Background: an optimization exercise with open tools, aiming at small area, a short achievable clock period and few clock cycles per item. Do not read the settings as production practice.
Only simulation tests tie the RTL to the original design; equivalence was not proved.

Design sum_node, start of the top module:
module sum_node (
    input  wire         clk,
    input  wire         rst,         
    input  wire         in_valid,
    output wire         in_ready,
    input  wire [255:0] in_x,        
    input  wire [31:0]  in_cs,       
    input  wire [31:0]  in_ce,       
    input  wire         in_last,     
    output wire         out_valid,
    input  wire         out_ready,
    output wire [255:0] out_y,       
    output wire         out_sat      
);
==> flow/config.mk <==
export PLATFORM = sky130hd
export DESIGN_NAME = sum_node
export DESIGN_NICKNAME = sum_node
export VERILOG_FILES = /design/flow/design.v
export SDC_FILE = /design/flow/constraint.sdc
export NUM_CORES = 4
export LEC_CHECK = 0
export ABC_CLOCK_PERIOD_IN_PS = 2500
export CAP_MARGIN = 20
export CORE_MARGIN = 2
export CORE_UTILIZATION = 60
export CTS_CLUSTER_SIZE = 40
export GPL_TIMING_DRIVEN = 0
export SLEW_MARGIN = 20
export SYNTH_HIERARCHICAL = 1
export SYNTH_MINIMUM_KEEP_SIZE = 0
==> flow/constraint.sdc <==
create_clock -name core_clock -period 22.0 [get_ports {clk}]
set_input_delay 4.4000 -clock core_clock [delete_from_list [all_inputs] [get_ports {clk}]]
set_output_delay 4.4000 -clock core_clock [all_outputs]
set_load 0.01 [all_outputs]
standard.sh (not shown) runs the stock make flow with config.mk's settings and CLKGATE_MAP_FILE= SYNTH_SCRIPT=/design/flow/synth_recipe.tcl, a recipe that flattens the netlist after the stock synthesis.
==> flow/flow/run.sh <==
#!/bin/bash
set -euo pipefail
bash standard.sh 'BUFFER_PORTS_ARGS=-buffer_cell sky130_fd_sc_hd__buf_4' \
    SETUP_SLACK_MARGIN=16.1 finish > standard.log 2>&1
Testbench counts at the start, summed over its fixed seeds: cycles 7,778, sends 7,571.
Rerun with:
==> flow/flow/run.sh (replaced) <==
#!/bin/bash
set -euo pipefail
bash standard.sh 'BUFFER_PORTS_ARGS=-buffer_cell sky130_fd_sc_hd__buf_4' \
    SETUP_SLACK_MARGIN=15.8 finish > standard.log 2>&1
After rerunning: The new run completed with no timing, DRC or antenna violations; fmax drops by about 2.4%; die area stays the same; area after synthesis is unchanged; critical path depth climbs by 13.

========
## xenon
Another version of the RTL of sum_node (not shown whole).
For scale: roughly 28000 cells after synthesis, roughly 580 I/O pins.
export LEC_CHECK = 0
export ABC_CLOCK_PERIOD_IN_PS = 2500
export CAP_MARGIN = 20
export CORE_MARGIN = 2
export CORE_UTILIZATION = 50
export GPL_TIMING_DRIVEN = 0
export SLEW_MARGIN = 20
export SYNTH_HIERARCHICAL = 1
export SYNTH_MINIMUM_KEEP_SIZE = 0
create_clock -name core_clock -period 22.0 [get_ports {clk}]
==> flow/flow/run.sh <==
#!/bin/bash
set -euo pipefail
bash standard.sh 'BUFFER_PORTS_ARGS=-buffer_cell sky130_fd_sc_hd__buf_4' \
    SETUP_SLACK_MARGIN=15.5 finish > standard.log 2>&1
Testbench counts of xenon, summed over its fixed seeds: cycles 7,778, sends 7,571.
### xenon -> willow
==> flow/flow/run.sh <==
#!/bin/bash
set -euo pipefail
bash standard.sh 'BUFFER_PORTS_ARGS=-buffer_cell sky130_fd_sc_hd__buf_4' \
    SETUP_SLACK_MARGIN=15.8 finish > standard.log 2>&1
diff --git a/flow/config.mk b/flow/config.mk
--- a/flow/config.mk
+++ b/flow/config.mk
@@ -10,3 +10,4 @@
 export CORE_MARGIN = 2
-export CORE_UTILIZATION = 50
+export CORE_UTILIZATION = 60
+export CTS_CLUSTER_SIZE = 40
 export GPL_TIMING_DRIVEN = 0
Results
Relative to xenon, willow improves cell area. Starting utilization of the core area (lower): xenon. Diff willow..xenon | non-clock buffer share of cell area | negligible. A critical path startpoint of y[83]$_DFFE_PP_ is what willow shows, while acc_c[439]$_DFF_P_ belongs to xenon. Compared with xenon, willow has extra setup slack. Critical path data required time was higher in xenon than in willow.
The following lists how yarrow was set up differently from willow:
==> flow/run.sh (new file) <==
#!/bin/bash
# synth_recipe.tcl (not shown) runs the flow's synth.tcl, then flattens the netlist and writes it again
# the make line also repeats each setting of config.mk as NAME=value (left out here)
make -C /OpenROAD-flow-scripts/flow DESIGN_CONFIG=/design/flow/config.mk WORK_HOME=/design/flow/orfs CLKGATE_MAP_FILE= SYNTH_SCRIPT=/design/flow/synth_recipe.tcl finish
diff --git a/flow/config.mk b/flow/config.mk
--- a/flow/config.mk
+++ b/flow/config.mk
@@ -10,4 +10,3 @@
 export CORE_MARGIN = 2
-export CORE_UTILIZATION = 60
-export CTS_CLUSTER_SIZE = 40
+export CORE_UTILIZATION = 50
 export GPL_TIMING_DRIVEN = 0
removed: flow/flow/run.sh
removed: flow/standard.sh
Findings:
Met2 usage in global routing (lower): yarrow
yarrow vs willow, number of clock-tree buffers in the layout went up by 5.
Sort yarrow and willow by layout-stage area growth over the synthesis result desc -> top: yarrow
yarrow: non-clock buffer count lower than willow
> inputs changed (yarrow -> garnet)
==> flow/flow/run.sh (new file) <==
#!/bin/bash
# The standard layout, with every input and output port buffered by a buf_4
# instead of the default port buffer (a slow delay cell on sky130hd).
# The whole make output goes to standard.log in the work folder; ORFS keeps
# each step's log under orfs/logs.
set -euo pipefail
bash standard.sh 'BUFFER_PORTS_ARGS=-buffer_cell sky130_fd_sc_hd__buf_4' finish > standard.log 2>&1
==> flow/standard.sh (new file) <==
#!/bin/bash
# synth_recipe.tcl (not shown) runs the flow's synth.tcl, then flattens the netlist and writes it again
# the make line also repeats each setting of config.mk as NAME=value (left out here)
make -C /OpenROAD-flow-scripts/flow DESIGN_CONFIG=/design/flow/config.mk WORK_HOME=/design/flow/orfs CLKGATE_MAP_FILE= SYNTH_SCRIPT=/design/flow/synth_recipe.tcl "${@:-finish}"
removed: flow/run.sh
### Flow results
- Taking yarrow as the reference, in garnet routing usage on met2 now sits lower; worst hold margin +0.0076 ns.
- ~same fill cell total of the finished layout in garnet and yarrow
- Share of the synthesized netlist area taken by xor and xnor gates came out exactly the same in garnet and yarrow.
- Synthesis-to-finish area growth ends up higher on yarrow.

re-timing with driven ports:
The results above use ideal ports. As a check the final layouts listed here were re-extracted and re-timed, cells and wires unchanged.
Step 1 sets driving cells, clkbuf_16 on the clock port and buf_2 on the other inputs (assumed; they add their load-dependent delay and slew).
Step 2 also shifts input and output timing later by t, the mid clock arrival at the registers, as if the neighbouring blocks saw the same clock.
Slacks: ideal / step 1 / step 2; pairs: ideal / step 1.
run	t, ns	setup slack, ns	slew at the worst register clock pin (ns)
the first run of note 1	1.145	16.009 / 15.862 / 16.059	0.07 / 0.07
the second run of note 1	1.137	15.860 / 15.724 / 15.860	0.07 / 0.07
xenon	1.192	15.593 / 15.593 / 15.593	0.07 / 0.07
willow	1.169	15.689 / 15.537 / 15.809	0.08 / 0.08
yarrow	1.168	15.138 / 15.138 / 15.138	0.08 / 0.08
garnet	1.177	15.323 / 15.323 / 15.323	0.08 / 0.08
After both steps setup and hold are still met in every run listed.
